Background: an optimization exercise with open tools, aiming at small area, a short achievable clock period and few clock cycles per item. Do not read the settings as production practice. Only simulation tests tie the RTL to the original design; equivalence was not proved.

==> v34: inputs <==
Design fpu, start of the top module:
module fpu (
    input  wire        clk,
    input  wire        rst,
    input  wire        in_valid,
    output wire        in_ready,
    input  wire [2:0]  in_op,
    input  wire [1:0]  in_rm,
    input  wire [63:0] in_a,
    input  wire [63:0] in_b,
    output reg         out_valid,
    output reg         out_dispatch,
    output reg  [7:0]  out_tag,
    output reg  [63:0] out_data
);
clock: 30.0 ns
lec_check: 0
abc_clock_period_in_ps: 20000
cap_margin: 20
core_margin: 2
core_utilization: 40
setup_slack_margin: 0.5
slew_margin: 20
run.sh (not shown) runs the stock make flow with config.mk's settings and CLKGATE_MAP_FILE= SYNTH_SCRIPT=/design/flow/synth_recipe.tcl, a recipe that flattens the netlist after the stock synthesis.
==> v9 (differences from v34) <==
--- a/flow/design.v
+++ b/flow/design.v
@@ -121,64 +121,67 @@
     wire [10:0] d_ab = ea - eb;
     wire [10:0] d_ba = eb - ea;
     wire [5:0]  sh_ab = (d_ab[10:6] != 5'd0) ? 6'd63 : d_ab[5:0];
     wire [5:0]  sh_ba = (d_ba[10:6] != 5'd0) ? 6'd63 : d_ba[5:0];
     wire [5:0]  ash = swap ? sh_ba : sh_ab;
     wire        s_hi = swap ? sb : sa;
     wire        esub = sa ^ sb;
     wire [12:0] e_mul = {2'b00, ea} + {2'b00, eb} - 13'd1023 - {6'd0, s0_k};
+    reg  [5:0]  tza, tzb;
+    integer     ti;
+    always @(*) begin
+        tza = 6'd53;
+        tzb = 6'd53;
+        for (ti = 52; ti >= 0; ti = ti - 1) begin
+            if (ma[ti]) tza = ti;
+            if (mb[ti]) tzb = ti;
+        end
+    end
+    wire [6:0]  tzs = {1'b0, tza} + {1'b0, tzb};
+    wire        mst = (tzs < 7'd49);
     wire        a_nrm = a_e0 && !a_fz && !s0_ah;
     wire        b_nrm = b_e0 && !b_fz && !s0_bh;
     wire        s0_norm = s0_v && is_mul && !pt && (a_nrm || b_nrm);
     reg        s1_v;
     reg        s1_mul;            
     reg        s1_pt;
     reg        s1_rare;
     reg [52:0] s1_hi, s1_lo;
     reg [12:0] s1_e;
     reg [5:0]  s1_sh;
     reg        s1_sub;
     reg        s1_s, s1_zs;
     reg [1:0]  s1_rm;
     reg [1:0]  s1_tag;
     reg        s1_disp;
     reg [54:0] acc0, acc1;        
-    reg        acc_c, acc_st;     
+    reg        acc_c;             
+    reg        s1_stm;            
     reg        p2;                
     reg [52:0] mxr;               
     reg [26:0] myr;               
     wire [81:0] mr0, mr1;
     fpu_mtree u_mtree (.x(mxr), .yy(myr), .a0(acc0), .a1(acc1), .cin(acc_c),
                        .p2(p2), .r0(mr0), .r1(mr1));
     wire [27:0] p1_lo = {1'b0, mr0[26:0]} + {1'b0, mr1[26:0]};
-    wire [26:0] p1_z;
     genvar gi;
-    generate
-        for (gi = 0; gi < 27; gi = gi + 1) begin : g_p1z
-            if (gi == 0) begin : g0
-                assign p1_z[gi] = mr0[0] ^ mr1[0];
-            end else begin : gn
-                assign p1_z[gi] = (mr0[gi] ^ mr1[gi]) ^ (mr0[gi-1] | mr1[gi-1]);
-            end
-        end
-    endgenerate
     wire s0_mulop = s0_v && is_mul;
     wire s0_mv = s0_v && !(s0_mulop && p2) && !s0_norm;
     wire mv_mul = s0_mv && is_mul;
     wire s0_ld = !s0_v || s0_mv;
     wire acc = in_valid && rdy;
     wire rare_in = (in_op == OP_MUL) && ((in_a[62:61] == 2'b00) || (in_b[62:61] == 2'b00));
     reg        s3_v;
     reg        s3_pt;
     reg        s3_rare;
     reg [56:0] s3_sum;
     reg [5:0]  s3_lz;
     reg        s3_st, s3_zero;
-    reg [12:0] s3_e;
+    reg [12:0] s3_e;              
     reg        s3_s, s3_zs;
     reg [1:0]  s3_rm;
     reg [1:0]  s3_tag;
     reg        s3_disp;
     wire       s3_iter = s3_v && s3_e[12];
     wire       s3_out = s3_v && !s3_iter;
     wire rare_nx = rare ? !(s3_out && s3_rare) : (acc && rare_in);
     always @(posedge clk) begin
@@ -238,64 +241,67 @@
         s1_zs    <= esub ? (s0_rm == RDN) : sa;
         s1_rm    <= s0_rm;
         s1_tag   <= tag;
         s1_disp  <= disp;
         p2       <= mv_mul;
         acc0     <= mv_mul ? mr0[81:27] : 55'd0;
         acc1     <= mv_mul ? mr1[81:27] : 55'd0;
         acc_c    <= mv_mul && p1_lo[27];
-        acc_st   <= (p1_z != 27'd0);
+        s1_stm   <= mst;
     end
     wire [55:0] lo_ext = {s1_lo, 3'b000};
     wire [55:0] lo_sh  = lo_ext >> s1_sh;
     wire [55:0] lo_msk = ~({56{1'b1}} << s1_sh);
     wire        lo_st  = (lo_ext & lo_msk) != 56'd0;
     wire [56:0] lo_al  = {1'b0, lo_sh[55:1], lo_sh[0] | lo_st};
-    wire [79:0] ax = {1'b0, 1'b0, s1_hi, 3'b000, {22{s1_sub}}};
-    wire [79:0] ay = {1'b0, s1_sub ? ~lo_al : lo_al, 21'd0, s1_sub};
+    wire [56:0] ax = {1'b0, s1_hi, 3'b000};
+    wire [56:0] ay = s1_sub ? ~lo_al : lo_al;
+    wire [22:0] t_lo = {1'b0, mr0[21:0]} + {1'b0, mr1[21:0]};
     reg        s2_v;
     reg        s2_pt;
     reg        s2_rare;
-    reg [79:0] s2_x, s2_y;
+    reg [56:0] s2_x, s2_y;
+    reg        s2_ci;
     reg        s2_stm;
     reg [12:0] s2_e;
     reg        s2_s, s2_zs;
     reg [1:0]  s2_rm;
     reg [1:0]  s2_tag;
     reg        s2_disp;
     always @(posedge clk) begin
         if (rst)
             s2_v <= 1'b0;
         else
             s2_v <= s1_v;
         s2_pt   <= s1_pt;
         s2_rare <= s1_rare;
-        s2_x    <= s1_mul ? mr0[79:0] : ax;
-        s2_y    <= s1_mul ? mr1[79:0] : ay;
-        s2_stm  <= s1_mul && acc_st;
+        s2_x    <= s1_mul ? mr0[78:22] : ax;
+        s2_y    <= s1_mul ? mr1[78:22] : ay;
+        s2_ci   <= s1_mul ? t_lo[22] : s1_sub;
+        s2_stm  <= s1_mul && s1_stm;
         s2_e    <= s1_e;
         s2_s    <= s1_s;
         s2_zs   <= s1_zs;
         s2_rm   <= s1_rm;
         s2_tag  <= s1_tag;
         s2_disp <= s1_disp;
     end
-    wire [79:0] csum = s2_x + s2_y;
-    wire [56:0] sum = csum[78:22];
-    wire        c_st = (csum[21:0] != 22'd0) || s2_stm;
+    wire [56:0] sum = s2_x + s2_y + {56'd0, s2_ci};
+    wire        c_st = s2_stm;
     wire [56:0] lim = (s2_e[12:6] == 7'd0) ? ({1'b1, 56'd0} >> s2_e[5:0]) : 57'd0;
     wire [56:0] lz_in = sum | lim;
     reg  [5:0]  lz;
     integer     li;
     always @(*) begin
         lz = 6'd57;
         for (li = 0; li < 57; li = li + 1)
             if (lz_in[li]) lz = 56 - li;
     end
+    wire [5:0]  lzc = (s2_e[12] || s2_pt) ? 6'd0 : lz;
     always @(posedge clk) begin
         if (rst)
             s3_v <= 1'b0;
         else if (!s3_iter)
             s3_v <= s2_v;
         if (s3_iter) begin
             if (s3_e[12:6] != 7'h7F) begin
                 s3_sum <= 57'd0;
@@ -304,60 +310,58 @@
             end else begin
                 s3_sum <= {1'b0, s3_sum[56:1]};
                 s3_st  <= s3_st || s3_sum[0];
                 s3_e   <= s3_e + 13'd1;
             end
         end else begin
             s3_pt   <= s2_pt;
             s3_rare <= s2_rare;
-            s3_sum  <= sum;
-            s3_lz   <= s2_e[12] ? 6'd0 : lz;
+            s3_sum  <= sum << {lzc[5:3], 3'b000};
+            s3_lz   <= lzc;
             s3_st   <= c_st;
             s3_zero <= (sum == 57'd0) && !c_st;
-            s3_e    <= s2_e;
+            s3_e    <= s2_e - {7'd0, lzc};
             s3_s    <= s2_s;
             s3_zs   <= s2_zs;
             s3_rm   <= s2_rm;
             s3_tag  <= s2_tag;
             s3_disp <= s2_disp;
         end
     end
-    wire [56:0] nrm = s3_sum << s3_lz;
+    wire [56:0] nrm = s3_sum << s3_lz[2:0];
     wire        rb  = nrm[3];
     wire        stk = (nrm[2:0] != 3'd0) || s3_st;
     reg         up;
     always @(*) begin
         case (s3_rm)
             RNE: up = rb && (stk || nrm[4]);
             RTZ: up = 1'b0;
             RUP: up = (rb || stk) && !s3_s;
             default: up = (rb || stk) && s3_s;
         endcase
     end
-    wire [51:0] frc = nrm[55:4] + {51'd0, up};
-    wire        cup = up && (nrm[55:4] == {52{1'b1}});
-    wire [12:0] s3_f = s3_e - {7'd0, s3_lz};
-    wire [12:0] f0 = s3_f + {12'd0, nrm[56]};
-    wire [12:0] f1 = s3_f + {12'd0, nrm[56]} + 13'd1;
-    wire        ovf0 = !f0[12] && (f0[11:0] >= 12'h7FF);
-    wire        ovf1 = !f1[12] && (f1[11:0] >= 12'h7FF);
-    wire [12:0] fld = cup ? f1 : f0;
-    wire        ovf = cup ? ovf1 : ovf0;
+    wire [52:0] frc = {1'b0, nrm[55:4]} + {52'd0, up};
+    wire        cup = frc[52];
+    wire [10:0] fe0 = s3_e[10:0];
+    wire [10:0] fe1 = s3_e[10:0] + 11'd1;
+    wire [10:0] fe2 = s3_e[10:0] + 11'd2;
+    wire [10:0] fld = (nrm[56] && cup) ? fe2 : ((nrm[56] || cup) ? fe1 : fe0);
+    wire        ovf = !s3_e[12] && (s3_e[11:0] >= 12'd2046);
     wire        ovf_inf = (s3_rm == RNE) || (s3_rm == RUP && !s3_s) || (s3_rm == RDN && s3_s);
     reg  [63:0] res;
     always @(*) begin
         if (s3_pt)
             res = {s3_s, s3_e[10:0], s3_sum[54:3]};
         else if (s3_zero)
             res = {s3_zs, 63'd0};
         else if (ovf)
             res = ovf_inf ? {s3_s, 11'h7FF, 52'd0} : {s3_s, 11'h7FE, {52{1'b1}}};
         else
-            res = {s3_s, fld[10:0], frc};
+            res = {s3_s, fld, frc[51:0]};
     end
     always @(posedge clk) begin
         if (rst)
             out_valid <= 1'b0;
         else
             out_valid <= s3_out;
         out_dispatch <= s3_disp;
         out_tag      <= {6'd0, s3_tag};
==> summary.txt <==
initial drt markers 10,600; M2 GR Usage 48.4%; EDFF count, synth 150; most frequent cells in the layout 924 x inv_1, 854 x nand2_1, 771 x fa_1, 724 x a22oi_1, 648 x dfxtp_1; status no timing/DRC/antenna violations; post-synthesis cell area 83,300 µm²; Reg-to-Reg Start myr[1]; post-route met1 wirelength 142 mm; FP Rows 167; Min-Delay Endpoint s2_e[2]; TAP cells 2,788
That was v34.
==> summary.txt <==
status no timing/DRC/antenna violations; FP Rows 164; Reg-to-Reg Start s0_a[24]; Min-Delay Endpoint s2_rm[0]; post-route met1 wirelength 135 mm; initial drt markers 9,551; M2 GR Usage 49.2%; EDFF count, synth 147
That was v9.
Testbench counts of v34, summed over its fixed seeds: cycles 8,752, ops 8,000.
Testbench counts of v9, summed over its fixed seeds: cycles 8,752, ops 8,000.

[static timing again, ports no longer ideal]
Ports are ideal in the flow. The routed layouts listed here were re-timed in OpenROAD.
Step 1 (the two cells are an assumption about what drives the block):
set clk [get_ports {clk}]
set_driving_cell -lib_cell sky130_fd_sc_hd__clkbuf_16 $clk
set_driving_cell -lib_cell sky130_fd_sc_hd__buf_2 [delete_from_list [all_inputs] $clk]
Step 2 adds t to the input delays and takes it off the output delays; t is the mean of the earliest and latest rising clock arrival at the registers after step 1. Input paths then give back, and output paths get back, about the clock's delay inside the block.
Slacks: no drivers / after step 1 / after step 2; pairs: no drivers / after step 1.
run | t (ns) | setup WS [ns] | worst hold slack (ns) | latest minus earliest clock arrival (ns)
v34 | 0.831 | 22.310 / 22.218 / 22.294 | 0.326 / 0.326 / 0.326 | 0.066 / 0.066
v9 | 0.847 | 22.315 / 22.221 / 22.415 | 0.324 / 0.324 / 0.324 | 0.072 / 0.072
After both steps every run listed still meets setup and hold. For v34, which loses most, drivers alone change the setup slack by -0.092 ns; drivers and shift together by -0.016 ns.
